Background: an optimization exercise with open tools, aiming at small area, a short achievable clock period and few clock cycles. Do not read the settings as production practice.
In this exercise RTL edits were held to simulation tests only and were not proved equivalent to the original.

==> flow/design.v (outline; a module is shown in full before it is edited, if it fits) <==
// module mf_disc: 19438 lines
// module mf_fa: 10 lines
module mf_disc (
    input  wire        clk,
    input  wire        rst,
    input  wire        start_valid,
    output wire        start_ready,
    input  wire [12:0] cfg_len,       
    input  wire [12:0] cfg_nmin,      
    input  wire [15:0] cfg_thresh,    
    input  wire        cfg_early,     
    input  wire [4:0]  cfg_shift,     
    input  wire [15:0] cfg_a0i,
    input  wire [15:0] cfg_a0q,
    input  wire [15:0] cfg_a1i,
    input  wire [15:0] cfg_a1q,
    input  wire [15:0] cfg_a2i,
    input  wire [15:0] cfg_a2q,
    input  wire [31:0] cfg_b0,
    input  wire [31:0] cfg_b1,
    input  wire [31:0] cfg_b2,
    input  wire [15:0] cfg_beta0,
    input  wire [15:0] cfg_beta1,
    input  wire [15:0] cfg_beta2,
    input  wire        smp_valid,
    output wire        smp_ready,
    input  wire [23:0] smp_zi,
    input  wire [23:0] smp_zq,
    input  wire [23:0] smp_wi,
    input  wire [23:0] smp_wq,
    output reg         res_valid,
    output reg  [1:0]  res_state,     
    output reg         res_early,
    output reg  [11:0] res_nend,      
    output reg  [31:0] res_margin,
    output wire [31:0] res_si,
    output wire [31:0] res_sq
);
  // ...
==> flow/run.sh <==
#!/bin/bash
# synth_recipe.tcl (not shown) runs the flow's synth.tcl, then flattens the netlist and writes it again
# the make line also repeats each setting of config.mk as NAME=value (left out here)
make -C /OpenROAD-flow-scripts/flow DESIGN_CONFIG=/design/flow/config.mk WORK_HOME=/design/flow/orfs CLKGATE_MAP_FILE= SYNTH_SCRIPT=/design/flow/synth_recipe.tcl finish
==> flow/config.mk <==
export PLATFORM = sky130hd
export DESIGN_NAME = mf_disc
export DESIGN_NICKNAME = mf_disc
export VERILOG_FILES = /design/flow/design.v
export SDC_FILE = /design/flow/constraint.sdc
export NUM_CORES = 4
export LEC_CHECK = 0
export ABC_AREA = 1
export CAP_MARGIN = 20
export CORE_MARGIN = 2
export CORE_UTILIZATION = 45
export PLACE_DENSITY = 0.55
export SLEW_MARGIN = 20
export SYNTH_HIERARCHICAL = 1
export SYNTH_MINIMUM_KEEP_SIZE = 0
==> flow/constraint.sdc <==
create_clock -name core_clock -period 65.0 [get_ports {clk}]
set_input_delay 13.0000 -clock core_clock [delete_from_list [all_inputs] [get_ports {clk}]]
set_output_delay 13.0000 -clock core_clock [all_outputs]
set_load 0.01 [all_outputs]
==> summary.md, run 1 <==
| Metric | Value |
|---|---|
| Run status | `complete, no violations` |
| # fillers | `31550` |
| Skew-Pair Late Insertion Delay | `0.93 ns` |
| Mapped Nets | `20170` |
| Setup WS post-layout | `around 50 ns` |
| Clk_skew | `0.09264 ns` |
| Maxcap violations | `0` |
| Worst path cell trace | `clkdlybuf4s50_1` |
| Data arrival, critical path | `1.84 ns` |
| Largest family of logic cells by synthesized area | `adder cells` |
| Core Region | `around 330000 um^2` |
| Top class by area | `multi-input gates` |
| Met3 usage | `14.32%` |
| Largest net degree at the start of global routing | `126` |
| Crit-path leading delay family | `buffers and inverters` |
| Worst flop-to-flop path endpoint | `ovf1` |
| Num CTS Buffers | `106` |
| Most common cell in the netlist | `fa_1` |
| Multi-input logic area | `about 120000 um^2` |
| Placed Cells | `20280` |
| Crit share post-route | `22.83%` |
| DRC | `0` |
| Global Route Usage Sum | `39.77%` |
| Die ar. | `337700 um^2` |
| Slew Limit Fails | `0` |
| Final WL | `685.5 mm` |
| Final TNS setup | `0 ns` |
| Number of global-route vias before repair | `between 100k and 150k` |
| Most frequent cells in the layout | `fa_1 (2647), xor2_1 (2348), o22ai_1 (2173)` |
| WL met2 | `286.2 mm` |
| Post-synth cell types | `67` |
| Cell taking the most area after synthesis | `fa_1` |
| Final Critical Period | `roughly 15 ns` |
| Post-Synth Adder-Cell Area | `a little over two fifths` |
Testbench counts, summed over its fixed seeds: cycles 61,232.
==> run 2: changes to the inputs <==
--- a/flow/config.mk
+++ b/flow/config.mk
@@ -8,8 +8,8 @@
 export ABC_AREA = 1
 export CAP_MARGIN = 20
 export CORE_MARGIN = 2
-export CORE_UTILIZATION = 45
-export PLACE_DENSITY = 0.55
+export CORE_UTILIZATION = 55
+export PLACE_DENSITY = 0.65
 export SLEW_MARGIN = 20
 export SYNTH_HIERARCHICAL = 1
 export SYNTH_MINIMUM_KEEP_SIZE = 0
==> summary.md, run 2 <==
| Metric | Value |
|---|---|
| Via/cell ratio | `a little under 7` |
| Simple-Gate Fraction of Synth Area | `8.093%` |
| Yosys top cell area share | `between 30% and 40%` |
| # fillers | `23890 (-24%)` |
| Final hold vios | `0` |
| Final WL | `656.6 mm (-4.2%)` |
| Reg2reg setup slack | `52.43 ns` |
| Core Region | `271000 um^2 (-18%)` |
| Routability congestion estimate | `1.014` |
| CP max stage delay | `0.58 ns` |
| Synth Area in XOR/XNOR | `14.25%` |
| Routed vias | `134600` |
| Nets | `19790` |
| Multi-input logic area | `121400 um^2 (about the same)` |
| Ys async rst share | `0%` |
| Initial antenna violation count | `48` |
| Die Wd | `between 500 and 600 um` |
| IO Pins | `between 500 and 600` |
| CP endpoint kind | `output pin` |
| Most common flop cell mapped by yosys | `dfxtp_1` |
| DRC | `0 (unchanged)` |
| Post-cts resize count | `0` |
| Num CTS Buffers | `102 (-3.8%)` |
| Number of global-route vias before repair | `133000 (+0.47%)` |
| Crit share post-route | `22.87% (+0.044 points)` |
| Slew @ Worst Pin | `1.311 ns` |
| Commonest cells in the netlist | `fa_1 (2650), xor2_1 (2369), o22ai_1 (2173)` |
| Run status | `complete, no violations` |
| Largest family of logic cells by synthesized area | `adder cells` |
| Commonest non-fill, non-tap cell in the layout | `fa_1` |
| WL/cell | `around 33 um` |
| Placed Cells | `19450 (-4.1%)` |
| Starting DRT DRC Count | `approximately 19000` |
| Post-cts hold buffer count | `0` |
| Final setup vio count | `0` |
| Final HPWL DP | `472.4 mm` |
| Area contributors post-synth | `fa_1 (35%), xor2_1 (14%), o22ai_1 (9.1%)` |
| Mapped Nets | `20170 (unchanged)` |
| Seq. cell area | `19650 um^2` |
| Global Route Usage Sum | `46.63% (+6.9 points)` |
| PortBufs | `~500` |
| Most common cell in the netlist | `fa_1` |
| CTS max path bufs | `4` |
| Root Driver | `clkbuf_16` |
| Startpoint types | `flop` |
| Largest net degree at the start of global routing | `97 (-23%)` |
| Slowest cell on the critical path | `clkdlybuf4s50_1` |
| Skew-Pair Late Insertion Delay | `0.95 ns (+0.02 ns)` |
| Htree depth | `3` |
| RSZ-0062 raised after global routing | `false` |
| CTS Sinks | `802` |
| Crit-path leading delay family | `buffers and inverters` |
| Row count | `around 190` |
| FMAX | `between 60 and 70 MHz` |
| Slew Limit Fails | `0 (unchanged)` |
| Clock transition at path regs | `0.07 ns` |
| Maxcap violations | `0 (unchanged)` |
| Post-synth cell types | `67 (unchanged)` |
| Final Critical Period | `14.86 ns (+0.02850 ns)` |
| Worst Hold Class | `flop to flop` |
| Count of state elements after synthesis | `802` |
| Seq/Total Area, Yosys | `13.10%` |
| Congestion Overflow GR | `0` |
| Most frequent cells in the layout | `fa_1 (2646), xor2_1 (2352), o22ai_1 (2173)` |
| Fin cells | `a little under 20000` |
| Die height | `526.0 um` |
| Multiplexer share of the synthesized area | `0.4408%` |
| Critical path class | `flop to output pin` |
| Worst path cell trace | `clkdlybuf4s50_1` |
| Crit path max fanout | `2` |
| Final TNS setup | `0 ns (unchanged)` |
| Rel. slew slack | `12.04%` |
| Data arrival, critical path | `1.86 ns (+0.02 ns)` |
| Syn Std Cell Area | `149900 um^2` |
| Post-synth EDFFs | `358` |
| Clk_skew | `0.1258 ns (+0.03313 ns)` |
| Post-Synth Adder-Cell Area | `41.81% (unchanged)` |
| Die ar. | `276700 um^2 (-18%)` |
| Mapped Cells | `16360` |
| Total iterations of the first detailed-routing run | `11` |
| Initial Util | `between 50% and 60%` |
| Layout cell share with drive strength beyond 1 | `5.508%` |
| Warnings, synthesis | `7` |
| Final ANT Viol Nets | `0` |
| CP Buf/Inv Count | `1` |
| Post-CTS Setup Repair Bufs | `0` |
| Fin util | `between 50% and 60%` |
| Global-route wire length before repair | `935.8 mm` |
| Area grow syn2layout | `7.702%` |
| TritonCTS clock tree | `yes` |
| Mean Syn Cell Area | `9.159 um^2` |
| Regs by FF count | `acc_i (57), acc_q (57)` |
| Synth Area in Compound Gates | `16.00%` |
| Cell taking the most area after synthesis | `fa_1` |
| CP Data Required Time | `approximately 52 ns` |
-- run 2: path summary, 6_finish.rpt --
path | startpoint | endpoint | cells after the start
min reg2reg | n4[3] | res_nend[3] | 0
max reg2reg | p0_zi[9] | ovf1 | 42
min | n4[3] | res_nend[3] | 0
max | start_rdy | start_ready | 1
-- run 2: stage by stage --
step                hold WS (ns)  cell area, um^2  worst slack (ns)
finish                    0.3147           161400             50.14
global route              0.3219           161300             50.13
CTS                       0.3219           161200             50.12
detailed placement        0.3341           157800             51.01
global placement          0.3211           157800             51.00
floorplan                 0.3096           149900             51.61
-- run 2: per-layer routing --
layer  global-route usage, %  up-vias  wire, um
met5                  0.3463        -       351
met4                   44.22       38     80620
met3                   18.92     3469     93420
met2                   65.43    11330    265200
met1                   53.64    65290    217100
li1                        -    54450         -
-- run 2: cell families (layout without fill, tap and decap cells) --
family,count (synthesis),count (layout)
compound gates,4100,4100
fa+ha+maj,3419,3419
flops,802,802
other cells,0,49
buf+inv,2492,2195
simple gates,3047,3047
xor+xnor,2438,2438
mux,66,66
-- run 2: layout make-up --
class                   count  area share, %
well taps                3570          2.767
clock inverters            59         0.3589
flip-flops and latches    802          12.17
diodes                     49        0.07596
inverters                1070          2.501
repair buffers            940          5.165
multi-input cells       13070          75.21
clock buffers             126          1.755
-- run 2: Yosys stat by module (local to each module, per instance) --
module   area, um^2  flip-flops and latches  copies in the design
mf_disc       99680                     802                     1
mf_fa         20.02                       0                  2508
-- run 2: worst reg2reg max path: cells and delay by family, from the launching register on --
family	cells	cell delay [ns]
and+or+nand+nor	10	1.43
AOI/OAI and AO/OA	14	2.41
adders and majority gates	14	7.43
xor gates and xnor gates	2	0.40
DFF	1	0.76
buffers and inverters	2	0.13
==> run 3: changes to the inputs <==
==> flow/flow/run.sh (new file) <==
#!/bin/bash
set -euo pipefail
bash standard.sh "BUFFER_PORTS_ARGS=-buffer_cell sky130_fd_sc_hd__buf_4" finish > flow_make.log 2>&1
==> flow/standard.sh (new file) <==
#!/bin/bash
# synth_recipe.tcl (not shown) runs the flow's synth.tcl, then flattens the netlist and writes it again
# the make line also repeats each setting of config.mk as NAME=value (left out here)
make -C /OpenROAD-flow-scripts/flow DESIGN_CONFIG=/design/flow/config.mk WORK_HOME=/design/flow/orfs CLKGATE_MAP_FILE= SYNTH_SCRIPT=/design/flow/synth_recipe.tcl "${@:-finish}"
removed: flow/run.sh
==> summary.md, run 3 <==
| Metric | Value |
|---|---|
| CP Buf/Inv Count | `1 (unchanged)` |
| Warnings, synthesis | `7 (unchanged)` |
| Fin cells | `19700 (+0.056%)` |
| Worst Hold Class | `flop to flop` |
| Routed vias | `134700 (+0.073%)` |
| Cell taking the most area after synthesis | `fa_1` |
| Mapped Nets | `20170 (unchanged)` |
| Rel. slew slack | `9.237% (-2.8 points)` |
| Reg2reg setup slack | `52.33 ns (-0.10 ns)` |
| Total iterations of the first detailed-routing run | `14 (+3)` |
| Num CTS Buffers | `98 (-3.9%)` |
| CP Data Required Time | `52.00 ns (about the same)` |
| Post-synth cell types | `67 (unchanged)` |
| Die Wd | `526.0 um (unchanged)` |
| Congestion Overflow GR | `0 (unchanged)` |
| Final HPWL DP | `467.2 mm (-1.1%)` |
| Area contributors post-synth | `fa_1 (35%), xor2_1 (14%), o22ai_1 (9.1%)` |
| IO Pins | `502 (unchanged)` |
| Final WL | `648.6 mm (-1.2%)` |
| Crit path max fanout | `1 (-1)` |
| Commonest non-fill, non-tap cell in the layout | `fa_1` |
| Number of global-route vias before repair | `133300 (+0.19%)` |
| Data arrival, critical path | `1.45 ns (-0.41 ns)` |
| RSZ-0062 raised after global routing | `false` |
| Mapped Cells | `16360 (unchanged)` |
| Initial Util | `55.31% (unchanged)` |
| Slew @ Worst Pin | `1.357 ns (+0.04534 ns)` |
| Most frequent cells in the layout | `fa_1 (2646), xor2_1 (2352), o22ai_1 (2173)` |
| Root Driver | `clkbuf_16` |
| CTS max path bufs | `4 (unchanged)` |
| Post-synth EDFFs | `358 (unchanged)` |
| Area grow syn2layout | `6.835%` |
| Global Route Usage Sum | `46.10% (-0.53 points)` |
| Worst path cell trace | `buf_4` |
| Clock transition at path regs | `0.06 ns (about the same)` |
| Layout cell share with drive strength beyond 1 | `8.570% (+3.1 points)` |
| Final Critical Period | `14.45 ns (-0.4144 ns)` |
| Maxcap violations | `0 (unchanged)` |
| Mean Syn Cell Area | `9.159 um^2 (unchanged)` |
| Die ar. | `276700 um^2 (unchanged)` |
| Regs by FF count | `acc_i (57), acc_q (57)` |
| Crit-path leading delay family | `flip-flops` |
| Routability congestion estimate | `1.035 (+2.0%)` |
| Die height | `526.0 um (unchanged)` |
| Htree depth | `3 (unchanged)` |
| Yosys top cell area share | `35.39% (unchanged)` |
| TritonCTS clock tree | `yes` |
| Core Region | `271000 um^2 (unchanged)` |
| Critical path class | `flop to output pin` |
| Worst hold slack | `0.3335 ns (+0.01878 ns)` |
| Slew Limit Fails | `0 (unchanged)` |
| Commonest cells in the netlist | `fa_1 (2650), xor2_1 (2369), o22ai_1 (2173)` |
| Nets | `19800 (+0.010%)` |
| Starting DRT DRC Count | `19080 (+2.1%)` |
| Final TNS setup | `0 ns (unchanged)` |
| WL/cell | `32.93 um (-1.3%)` |
| Post-CTS Setup Repair Bufs | `0 (unchanged)` |
| Crit share post-route | `22.23% (-0.64 points)` |
| Count of state elements after synthesis | `802 (unchanged)` |
| Most common flop cell mapped by yosys | `dfxtp_1` |
| Ys async rst share | `0% (unchanged)` |
| Global-route wire length before repair | `929.4 mm (-0.68%)` |
| Syn Std Cell Area | `149900 um^2 (unchanged)` |
| Most common cell in the netlist | `fa_1` |
| Clk_skew | `0.09645 ns (-0.02932 ns)` |
| Initial antenna violation count | `46 (-4.2%)` |
| FMAX | `69.20 MHz (+2.9%)` |
| Via/cell ratio | `6.837 (about the same)` |
| Largest net degree at the start of global routing | `122 (+26%)` |
| Row count | `191 (unchanged)` |
| Seq/Total Area, Yosys | `13.10% (unchanged)` |
| Startpoint types | `flop` |
| Final setup vio count | `0 (unchanged)` |
| Placed Cells | `19450 (+0.026%)` |
| Post-cts hold buffer count | `0 (unchanged)` |
| Run status | `complete, no violations` |
| Slowest cell on the critical path | `edfxtp_1` |
| Final hold vios | `0 (unchanged)` |
| CTS Sinks | `802 (unchanged)` |
| CP endpoint kind | `output pin` |
| CP max stage delay | `0.37 ns (-0.21 ns)` |
| Skew-Pair Late Insertion Delay | `0.92 ns (-0.03 ns)` |
| Post-cts resize count | `0 (unchanged)` |
| Final ANT Viol Nets | `0 (unchanged)` |
| DRC | `0 (unchanged)` |
| # fillers | `23960 (+0.31%)` |
| PortBufs | `501 (unchanged)` |
-- run 3: cell counts after synthesis --
No cell type changed its count.
-- run 3: path summary, 6_finish.rpt --
| kind | cells after the start | start | end |
|---|---|---|---|
| worst min-delay path | 0 | ovf2 | ovf3 |
| worst max-delay path | 1 | s3_q[28] | res_sq[28] |
| worst max register to register | 43 | p0_zi[5] | ovf1 |
| worst min register to register | 0 | ovf2 | ovf3 |
-- run 3: cell type report --
cell class              instances  area (um^2)  area share, %
multi-input cells           13070       121400          75.80
flip-flops and latches        802        19650          12.27
clock inverters                48        601.8         0.3758
clock buffers                 131         2695          1.683
well taps                    3570         4467          2.789
repair buffers                946         7162          4.473
inverters                    1070         4036          2.521
diodes                         60        150.1        0.09376
-- run 3: per-module statistics from Yosys, one instance, submodules excluded --
| module | cells inside | copies in the design |
|---|---|---|
| mf_disc | 13860 | 1 |
| mf_fa | 1 | 2508 |
-- run 3: logic make-up (layout without fill, tap and decap cells) --
family	count (synthesis)	in the layout	share of synthesized area (%)
mux	66	66	0.4408
xor+xnor	2438	2438	14.25
buf+inv	2492	2195	6.307
simple gates	3047	3047	8.093
compound gates	4100	4100	16.00
other cells	0	60	0
flops	802	802	13.10
fa+ha+maj	3419	3419	41.81
-- run 3: stage by stage --
stage | utilization [%] | setup WS, ns | cell area, um^2
3_3_place_gp | 57.77 | 51.42 | 156600
4_1_cts | 59.00 | 50.53 | 159900
6_report | 59.09 | 50.55 | 160100
3_5_place_dp | 57.78 | 51.40 | 156600
2_1_floorplan | - | 51.61 | 149900
5_1_grt | 59.05 | 50.52 | 160000
-- run 3: metal layers --
metal / routed length, um / vias up / track usage (%)
li1: - / 54480 / -
met1: 215100 / 65380 / 53.03
met2: 263300 / 11340 / 64.82
met3: 89820 / 3437 / 18.03
met4: 79740 / 40 / 44.21
met5: 600 / - / 1.697
==> run 4: changes to the inputs <==
--- a/flow/config.mk
+++ b/flow/config.mk
@@ -9,6 +9,8 @@
 export CAP_MARGIN = 20
 export CORE_MARGIN = 2
 export CORE_UTILIZATION = 55
+export CTS_CLUSTER_DIAMETER = 60
+export CTS_CLUSTER_SIZE = 30
 export PLACE_DENSITY = 0.65
 export SLEW_MARGIN = 20
 export SYNTH_HIERARCHICAL = 1
==> summary.md, run 4 <==
| Metric | Value |
|---|---|
| Worst path cell trace | `buf_4` |
| CP Buf/Inv Count | `1 (unchanged)` |
| FMAX | `69.21 MHz (about the same)` |
| WL met2 | `264.2 mm (+0.33%)` |
| TritonCTS clock tree | `yes` |
| Layout cell share with drive strength beyond 1 | `8.634% (+0.064 points)` |
| M1 WL | `215.2 mm (about the same)` |
| Max Used Layer | `met5` |
| Die ar. | `276700 um^2 (unchanged)` |
| Syn Std Cell Area | `149900 um^2 (unchanged)` |
| Clock transition at path regs | `0.09 ns (+0.03 ns)` |
| Number of global-route vias before repair | `133100 (-0.16%)` |
| Most frequent cells in the layout | `fa_1 (2646), xor2_1 (2352), o22ai_1 (2173)` |
| Slowest cell on the critical path | `edfxtp_1` |
| Post-synth EDFFs | `358 (unchanged)` |
| Worst Hold Class | `flop to flop` |
| Largest net degree at the start of global routing | `122 (unchanged)` |
| Total iterations of the first detailed-routing run | `12 (-2)` |
| Clk_skew | `0.08713 ns (-0.009313 ns)` |
| Post-cts hold buffer count | `0 (unchanged)` |
| Slew @ Worst Pin | `1.265 ns (-0.09182 ns)` |
| Seq/Total Area, Yosys | `13.10% (unchanged)` |
| Final ANT Viol Nets | `0 (unchanged)` |
| Regs by FF count | `acc_i (57), acc_q (57)` |
| Initial Util | `55.31% (unchanged)` |
| Rel. slew slack | `14.77% (+5.5 points)` |
| Post-synth cell types | `67 (unchanged)` |
| Cell taking the most area after synthesis | `fa_1` |
| Post-CTS Setup Repair Bufs | `0 (unchanged)` |
| Die height | `526.0 um (unchanged)` |
| CP Data Required Time | `52.00 ns (about the same)` |
| Met3 WL | `89.72 mm (-0.11%)` |
| CP endpoint kind | `output pin` |
| Crit-path leading delay family | `flip-flops` |
| RSZ-0062 raised after global routing | `false` |
| Yosys top cell area share | `35.39% (unchanged)` |
| Initial antenna violation count | `54 (+17%)` |
| Crit share post-route | `22.23% (about the same)` |
| Slew Limit Fails | `0 (unchanged)` |
| Root Driver | `clkbuf_16` |
| Final WL | `648.2 mm (about the same)` |
| Num CTS Buffers | `90 (-8.2%)` |
| Core Region | `271000 um^2 (unchanged)` |
| Final TNS setup | `0 ns (unchanged)` |
| Row count | `191 (unchanged)` |
| Ys async rst share | `0% (unchanged)` |
| Warnings, synthesis | `7 (unchanged)` |
| Final hold vios | `0 (unchanged)` |
| Final setup vio count | `0 (unchanged)` |
| CP max stage delay | `0.39 ns (+0.02 ns)` |
| Mapped Nets | `20170 (unchanged)` |
| Fin util | `59.21% (+0.12 points)` |
| Count of state elements after synthesis | `802 (unchanged)` |
| DRC | `0 (unchanged)` |
| Nets | `19790 (-0.030%)` |
| Final Critical Period | `14.45 ns (-0.002300 ns)` |
| Global-route wire length before repair | `928.5 mm (about the same)` |
| Area grow syn2layout | `7.048%` |
| Most common flop cell mapped by yosys | `dfxtp_1` |
| Routability congestion estimate | `1.035 (unchanged)` |
| Via/cell ratio | `6.844 (about the same)` |
| WL/cell | `32.93 um (about the same)` |
| Startpoint types | `flop` |
| Final HPWL DP | `467.2 mm (unchanged)` |
| Starting DRT DRC Count | `18880 (-1.0%)` |
| Htree depth | `3 (unchanged)` |
| Most common cell in the netlist | `fa_1` |
| Post-cts resize count | `0 (unchanged)` |
| Congestion Overflow GR | `0 (unchanged)` |
| Data arrival, critical path | `1.45 ns (about the same)` |
| Die Wd | `526.0 um (unchanged)` |
| Mean Syn Cell Area | `9.159 um^2 (unchanged)` |
| Worst hold slack | `0.3359 ns (+0.002426 ns)` |
| Mapped Cells | `16360 (unchanged)` |
| IO Pins | `502 (unchanged)` |
| Skew-Pair Late Insertion Delay | `0.91 ns (about the same)` |
| PortBufs | `501 (unchanged)` |
| CTS max path bufs | `4 (unchanged)` |
| Maxcap violations | `0 (unchanged)` |
| CTS Sinks | `802 (unchanged)` |
| Run status | `complete, no violations` |
| Commonest non-fill, non-tap cell in the layout | `fa_1` |
| Global Route Usage Sum | `46.06% (about the same)` |
| Crit path max fanout | `1 (unchanged)` |
| Routed vias | `134700 (+0.031%)` |
| Critical path class | `flop to output pin` |
| Commonest cells in the netlist | `fa_1 (2650), xor2_1 (2369), o22ai_1 (2173)` |
| Area contributors post-synth | `fa_1 (35%), xor2_1 (14%), o22ai_1 (9.1%)` |
-- run 4: cell counts after synthesis --
Identical to the previous run, type by type.
-- run 4: metrics by stage --
stage	setup slack [ns]	area [um^2]	instances
2_1_floorplan	51.61	149900	16360
3_3_place_gp	51.42	156600	19450
3_5_place_dp	51.40	156600	19450
4_1_cts	50.50	160200	19620
5_1_grt	50.53	160300	19640
6_report	50.55	160400	19690
-- run 4: layout make-up --
cell class                 count  area (um^2)
fill                       23930       110600
timing repair buffer         948         7184
clock inverter                71         1303
inverter                    1070         4036
multi-input combinational  13070       121400
tap                         3570         4467
clock buffer                  92         2281
antenna                       62        155.1
sequential                   802        19650
-- run 4: final timing paths --
check	startpoint	end	slack [ns]	depth (start not counted)
worst max register to register	p0_zi[5]	ovf1	52.36	43
worst min-delay path	n4[4]	res_nend[4]	0.34	0
worst min register to register	n4[4]	res_nend[4]	0.34	0
worst max-delay path	s3_q[28]	res_sq[28]	50.55	1
-- run 4: kinds of logic (layout without fill, tap and decap cells) --
kind of cell,Yosys count,count (layout),synth area share [%]
XOR/XNOR,2438,2438,14.25
AND/OR/NAND/NOR,3047,3047,8.093
other,0,62,0
buffers and inverters,2492,2181,6.307
AO/OA/AOI/OAI,4100,4100,16.00
flip-flops,802,802,13.10
multiplexers,66,66,0.4408
adder cells (fa/ha/maj),3419,3419,41.81
-- run 4: modules after synthesis (local to each module, per instance) --
| module | area, um^2 | copies in the design |
|---|---|---|
| mf_disc | 99680 | 1 |
| mf_fa | 20.02 | 2508 |
-- run 4: routing by layer --
metal / vias up / track usage [%]
met5: - / 0.8312
met4: 38 / 43.58
met3: 3404 / 18.18
met2: 11470 / 64.94
met1: 65380 / 53.07
li1: 54420 / -
==> run 5: changes to the inputs <==
--- a/flow/config.mk
+++ b/flow/config.mk
@@ -8,10 +8,8 @@
 export ABC_AREA = 1
 export CAP_MARGIN = 20
 export CORE_MARGIN = 2
-export CORE_UTILIZATION = 55
-export CTS_CLUSTER_DIAMETER = 60
-export CTS_CLUSTER_SIZE = 30
-export PLACE_DENSITY = 0.65
+export CORE_UTILIZATION = 45
+export PLACE_DENSITY = 0.55
 export SLEW_MARGIN = 20
 export SYNTH_HIERARCHICAL = 1
 export SYNTH_MINIMUM_KEEP_SIZE = 0
==> summary.md, run 5 <==
| Metric | Value |
|---|---|
| Worst path cell trace | `buf_4` |
| WL/cell | `33.30 um (+1.1%)` |
| Regs by FF count | `acc_i (57), acc_q (57)` |
| Routability congestion estimate | `0.9913 (-4.2%)` |
| Reg2reg path depth | `44 (+2.3%)` |
| Largest net degree at the start of global routing | `194 (+59%)` |
| RSZ-0062 raised after global routing | `false` |
| Syn Std Cell Area | `149900 um^2 (unchanged)` |
| Starting DRT DRC Count | `16280 (-14%)` |
| Die ar. | `337700 um^2 (+22%)` |
| Htree depth | `3 (unchanged)` |
| Slew Limit Fails | `0 (unchanged)` |
| Final hold vios | `0 (unchanged)` |
| Congestion Overflow GR | `0 (unchanged)` |
| Nets | `19810 (+0.096%)` |
| DRC | `0 (unchanged)` |
| FMAX | `69.17 MHz (about the same)` |
| Root Driver | `clkbuf_16` |
| Reg2reg setup slack | `52.40 ns (+0.04 ns)` |
| Run status | `complete, no violations` |
| Commonest cells in the netlist | `fa_1 (2650), xor2_1 (2369), o22ai_1 (2173)` |
| Post-cts resize count | `0 (unchanged)` |
| Layout cell share with drive strength beyond 1 | `8.679% (+0.045 points)` |
| Slew @ Worst Pin | `1.391 ns (+0.1255 ns)` |
| Area contributors post-synth | `fa_1 (35%), xor2_1 (14%), o22ai_1 (9.1%)` |
| CP Buf/Inv Count | `1 (unchanged)` |
| Row count | `211 (+10%)` |
| Die Wd | `581.1 um (+10%)` |
| Worst flop-to-flop path endpoint | `ovf1` |
| Worst Hold Class | `flop to flop` |
| Ys async rst share | `0% (unchanged)` |
| Slowest cell on the critical path | `edfxtp_1` |
| Warnings, synthesis | `7 (unchanged)` |
| Hold Crit Depth | `0 (unchanged)` |
| PortBufs | `501 (unchanged)` |
| Data arrival, critical path | `1.46 ns (about the same)` |
| Clk_skew | `0.1051 ns (+0.01799 ns)` |
| Final WL | `683.0 mm (+5.4%)` |
| Clock transition at path regs | `0.07 ns (-0.02 ns)` |
| Most common cell in the netlist | `fa_1` |
| TritonCTS clock tree | `yes` |
| Core Region | `330800 um^2 (+22%)` |
| Post-CTS Setup Repair Bufs | `0 (unchanged)` |
| Final TNS setup | `0 ns (unchanged)` |
| Routed vias | `132600 (-1.6%)` |
| Worst hold slack | `0.3414 ns (+0.005431 ns)` |
| CP max stage delay | `0.36 ns (-0.03 ns)` |
| CP endpoint kind | `output pin` |
| Num CTS Buffers | `104 (+16%)` |
| Crit-path leading delay family | `flip-flops` |
| Number of global-route vias before repair | `131900 (-0.85%)` |
| Global-route wire length before repair | `966.2 mm (+4.1%)` |
| Critical path class | `flop to output pin` |
| Global Route Usage Sum | `39.65% (-6.4 points)` |
| Worst r2r src | `p0_zi[5]` |
| CTS max path bufs | `4 (unchanged)` |
| Mapped Cells | `16360 (unchanged)` |
| CP Data Required Time | `52.00 ns (about the same)` |
| Startpoint types | `flop` |
| Final HPWL DP | `491.9 mm (+5.3%)` |
| Fin cells | `20510 (+4.2%)` |
| Count of state elements after synthesis | `802 (unchanged)` |
| Seq/Total Area, Yosys | `13.10% (unchanged)` |
| Most frequent cells in the layout | `fa_1 (2647), xor2_1 (2348), o22ai_1 (2173)` |
| Min-delay src | `ovf2` |
| CTS Sinks | `802 (unchanged)` |
| Yosys top cell area share | `35.39% (unchanged)` |
| Mean Syn Cell Area | `9.159 um^2 (unchanged)` |
| Fin util | `48.80% (-10 points)` |
| Mapped Nets | `20170 (unchanged)` |
| Crit share post-route | `22.24% (about the same)` |
| Skew-Pair Late Insertion Delay | `0.94 ns (+0.03 ns)` |
| Final Critical Period | `14.46 ns (+0.009200 ns)` |
| Most common flop cell mapped by yosys | `dfxtp_1` |
| Rel. slew slack | `6.320% (-8.5 points)` |
| Via/cell ratio | `6.465 (-5.5%)` |
| Total iterations of the first detailed-routing run | `10 (-2)` |
| IO Pins | `502 (unchanged)` |
| Commonest non-fill, non-tap cell in the layout | `fa_1` |
| Worst Hold Endpoint | `ovf3` |
| Cell taking the most area after synthesis | `fa_1` |
| Final ANT Viol Nets | `0 (unchanged)` |
| # fillers | `31840 (+33%)` |
| Initial Util | `45.31% (-10 points)` |
| Post-cts hold buffer count | `0 (unchanged)` |
| Maxcap violations | `0 (unchanged)` |
| Post-synth EDFFs | `358 (unchanged)` |
| Area grow syn2layout | `7.694%` |
| Post-synth cell types | `67 (unchanged)` |
| Placed Cells | `20260 (+4.1%)` |
| Crit path max fanout | `1 (unchanged)` |
| Initial antenna violation count | `57 (+5.6%)` |
| Die height | `581.1 um (+10%)` |
| Final setup vio count | `0 (unchanged)` |
-- run 5: cell counts after synthesis --
No cell type changed its count.
-- run 5: layer usage --
layer,vias up,wire length [um],GRT usage [%]
met5,-,203,0
met3,2744,84500,13.82
met4,30,73850,34.74
met2,9898,284100,57.15
met1,65500,240400,46.87
li1,54450,-,-
-- run 5: cell type report --
cell class	instances	area, um^2	area share (%)
clock buffer	136	2815	1.744
multi-input combinational	13070	121500	75.26
timing repair buffer	953	7236	4.483
antenna	62	155.1	0.09612
clock inverter	54	574.3	0.3558
tap	4366	5463	3.384
sequential	802	19650	12.17
inverter	1070	4044	2.505
-- run 5: modules after synthesis, one instance, submodules excluded --
| module | copies in the design | flops+latches | area [um^2] |
|---|---|---|---|
| mf_disc | 1 | 802 | 99680 |
| mf_fa | 2508 | 0 | 20.02 |
-- run 5: stage by stage --
step / worst slack (ns) / instance area, um^2
after floorplan: 51.61 / 149900
after global placement: 51.40 / 157700
after detailed placement: 51.40 / 157800
after CTS: 50.51 / 161200
after global routing: 50.50 / 161300
final: 50.54 / 161400
-- run 5: worst max-delay path by stage --
stage	end	depth (start not counted)	startpoint	slack (ns)
floorplan	res_si[0]	0	s3_i[0]	51.61
global placement	r0_hi[17]	3	cfg_b0[31]	51.40
detailed placement	r0_hi[15]	3	cfg_b0[31]	51.40
CTS	res_sq[8]	1	s3_q[8]	50.51
finish	res_sq[22]	1	s3_q[22]	50.54
global route	res_sq[8]	1	s3_q[8]	50.50
-- run 5: cells by family after synthesis --
family                   synth area share [%]
AND/OR/NAND/NOR                         8.093
buffers and inverters                   6.307
flip-flops                              13.10
XOR/XNOR                                14.25
AO/OA/AOI/OAI                           16.00
multiplexers                           0.4408
adder cells (fa/ha/maj)                 41.81
==> run 6: changes to the inputs <==
==> flow/flow/run.sh (replaced) <==
#!/bin/bash
set -euo pipefail
bash standard.sh "BUFFER_PORTS_ARGS=-buffer_cell sky130_fd_sc_hd__buf_2" finish > flow_make.log 2>&1
--- a/flow/config.mk
+++ b/flow/config.mk
@@ -8,8 +8,10 @@
 export ABC_AREA = 1
 export CAP_MARGIN = 20
 export CORE_MARGIN = 2
-export CORE_UTILIZATION = 45
-export PLACE_DENSITY = 0.55
+export CORE_UTILIZATION = 50
+export CTS_CLUSTER_DIAMETER = 60
+export CTS_CLUSTER_SIZE = 30
+export PLACE_DENSITY = 0.6
 export SLEW_MARGIN = 20
 export SYNTH_HIERARCHICAL = 1
 export SYNTH_MINIMUM_KEEP_SIZE = 0
==> summary.md, run 6 <==
| Metric | Value |
|---|---|
| Nets | `19810 (+0.0050%)` |
| Area grow syn2layout | `6.850%` |
| Final Cell Area | `160200 um^2 (-0.78%)` |
| Skew-Pair Late Insertion Delay | `0.93 ns (about the same)` |
| Post-cts hold buffer count | `0 (unchanged)` |
| Mean Syn Cell Area | `9.159 um^2 (unchanged)` |
| Seq. cell area | `19650 um^2 (unchanged)` |
| FMAX | `69.11 MHz (about the same)` |
| Mapped Nets | `20170 (unchanged)` |
| Slew Limit Fails | `7 (+7)` |
| Crit path max fanout | `1 (unchanged)` |
| Placed cell areas | `156000 um^2 (-1.1%)` |
| CP Data Required Time | `52.00 ns (about the same)` |
| Fin util | `53.56% (+4.8 points)` |
| Die height | `551.5 um (-5.1%)` |
| Clock transition at path regs | `0.08 ns (about the same)` |
| Starting DRT DRC Count | `17880 (+9.9%)` |
| Syn Std Cell Area | `149900 um^2 (unchanged)` |
| Reg2reg setup slack | `52.24 ns (-0.16 ns)` |
| Most common flop cell mapped by yosys | `dfxtp_1` |
| Global-route wire length before repair | `949.9 mm (-1.7%)` |
| Number of global-route vias before repair | `131900 (-0.0083%)` |
| Largest net degree at the start of global routing | `120 (-38%)` |
| Worst path cell trace | `buf_2` |
| Congestion Overflow GR | `0 (unchanged)` |
| Most common cell in the netlist | `fa_1` |
| Post-synth cell types | `67 (unchanged)` |
| Layout Check Fails | `max-capacitance violations, max-slew violations` |
| Commonest non-fill, non-tap cell in the layout | `fa_1` |
| Root Driver | `clkbuf_16` |
| Ys async rst share | `0% (unchanged)` |
| Initial Util | `50.12% (+4.8 points)` |
| Maxcap violations | `1 (+1)` |
| Final WL | `670.1 mm (-1.9%)` |
| Post-synth EDFFs | `358 (unchanged)` |
| WL/cell | `33.37 um (+0.21%)` |
| # fillers | `27670 (-13%)` |
| PortBufs | `501 (unchanged)` |
| Post-CTS Setup Repair Bufs | `0 (unchanged)` |
| Rel. slew slack | `-3.335% (-9.7 points)` |
| Slowest cell on the critical path | `edfxtp_1` |
| Mapped Cells | `16360 (unchanged)` |
| Commonest cells in the netlist | `fa_1 (2650), xor2_1 (2369), o22ai_1 (2173)` |
| Startpoint types | `flop` |
| Via/cell ratio | `6.649 (+2.8%)` |
| Data arrival, critical path | `1.47 ns (about the same)` |
| Area contributors post-synth | `fa_1 (35%), xor2_1 (14%), o22ai_1 (9.1%)` |
| Post-cts resize count | `0 (unchanged)` |
| Most frequent cells in the layout | `fa_1 (2646), xor2_1 (2347), o22ai_1 (2173)` |
| Seq/Total Area, Yosys | `13.10% (unchanged)` |
| Final setup vio count | `0 (unchanged)` |
| Routed vias | `133500 (+0.68%)` |
| Slew @ Worst Pin | `1.550 ns (+0.1595 ns)` |
| Crit share post-route | `22.26% (about the same)` |
| Routability congestion estimate | `1.047 (+5.6%)` |
| Regs by FF count | `acc_i (57), acc_q (57)` |
| Final Critical Period | `14.47 ns (+0.01210 ns)` |
| Htree depth | `3 (unchanged)` |
| Die ar. | `304200 um^2 (-9.9%)` |
| IO Pins | `502 (unchanged)` |
| CP max stage delay | `0.40 ns (+0.04 ns)` |
| Layout cell share with drive strength beyond 1 | `8.842% (+0.16 points)` |
| Num CTS Buffers | `100 (-3.8%)` |
| Crit-path leading delay family | `flip-flops` |
| Placed Cells | `19850 (-2.0%)` |
| Multi-input logic area | `121500 um^2 (about the same)` |
| Cell taking the most area after synthesis | `fa_1` |
| Total iterations of the first detailed-routing run | `7 (-3)` |
| CTS max path bufs | `4 (unchanged)` |
| Run status | `failed layout checks` |
| Worst hold slack | `0.3314 ns (-0.009976 ns)` |
| Worst Hold Class | `flop to flop` |
| Global Route Usage Sum | `43.47% (+3.8 points)` |
| Core Region | `299000 um^2 (-9.6%)` |
| Die Wd | `551.5 um (-5.1%)` |
| CP endpoint kind | `output pin` |
| RSZ-0062 raised after global routing | `false` |
| Initial antenna violation count | `48 (-16%)` |
| Clk_skew | `0.05002 ns (-0.05510 ns)` |
| Final TNS setup | `0 ns (unchanged)` |
| Count of state elements after synthesis | `802 (unchanged)` |
| Row count | `201 (-4.7%)` |
| Final HPWL DP | `485.6 mm (-1.3%)` |
| CP Buf/Inv Count | `1 (unchanged)` |
| CTS Sinks | `802 (unchanged)` |
| DRC | `0 (unchanged)` |
| Critical path class | `flop to output pin` |
| TritonCTS clock tree | `yes` |
| Final hold vios | `0 (unchanged)` |
| Yosys top cell area share | `35.39% (unchanged)` |
| Warnings, synthesis | `7 (unchanged)` |
| Final ANT Viol Nets | `0 (unchanged)` |
| Fin cells | `20080 (-2.1%)` |
run 6: cell counts after synthesis:
No cell type changed its count.
run 6: cells by family after synthesis:
group,Yosys count,share of synthesized area (%)
AO/OA/AOI/OAI,4100,16.00
adder cells (fa/ha/maj),3419,41.81
AND/OR/NAND/NOR,3047,8.093
buffers and inverters,2492,6.307
XOR/XNOR,2438,14.25
flip-flops,802,13.10
multiplexers,66,0.4408
run 6: final timing paths:
check           start         end  cells after the start
max          s3_q[27]  res_sq[27]                      1
max reg2reg  p0_zi[7]        ovf1                     44
min              ovf2        ovf3                      0
min reg2reg      ovf2        ovf3                      0
run 6: layout make-up:
cell class                 count  share of cell area (%)
antenna                       41                 0.06406
clock buffer                 102                   1.587
inverter                    1070                   2.527
timing repair buffer         958                   3.733
multi-input combinational  13070                   75.86
sequential                   802                   12.27
clock inverter                81                  0.8656
tap                         3958                   3.092
run 6: metrics by stage:
step / worst slack (ns)
after global routing: 50.50
after CTS: 50.51
after floorplan: 51.61
after global placement: 51.49
final: 50.53
after detailed placement: 51.48
run 6: metal layers:
| layer | up-vias | GRT usage (%) | routed length, um |
|---|---|---|---|
| li1 | 54450 | - | - |
| met1 | 65670 | 50.40 | 227200 |
| met2 | 10450 | 61.44 | 273100 |
| met3 | 2908 | 17.15 | 91210 |
| met4 | 36 | 40.06 | 78320 |
| met5 | - | 0.5785 | 257 |
run 6: per-module statistics from Yosys, one instance, submodules excluded:
module   cells inside  flip-flops and latches  area (um^2)
mf_fa               1                       0        20.02
mf_disc         13860                     802        99680

## static timing again, ports no longer ideal
In the flow no input, the clock included, has a driving cell. The finished layouts below were timed again as built, in two steps. Step 1: set_driving_cell puts a clkbuf_16 on clk and a buf_2 on each other input, an assumption about the parent block. Step 2 times the ports against the registers' clock, not the clock port: input delays grow and output delays shrink by t, the midpoint of the rising clock arrivals with the driver on. Slacks: ideal / step 1 / step 2; pairs: ideal / step 1.
run | shift t [ns] | setup slack, ns | latest minus earliest clock arrival (ns) | cell pins on the clock port's net
run 1 | 1.001 | 50.164 / 50.051 / 50.680 | 0.094 / 0.094 | 1
run 2 | 0.999 | 50.135 / 50.024 / 51.023 | 0.133 / 0.132 | 1
run 3 | 0.982 | 50.550 / 50.442 / 51.369 | 0.097 / 0.098 | 1
run 4 | 0.976 | 50.552 / 50.440 / 51.358 | 0.088 / 0.087 | 1
run 5 | 1.007 | 50.543 / 50.430 / 51.314 | 0.111 / 0.111 | 1
run 6 | 1.018 | 50.531 / 50.416 / 51.416 | 0.051 / 0.052 | 1
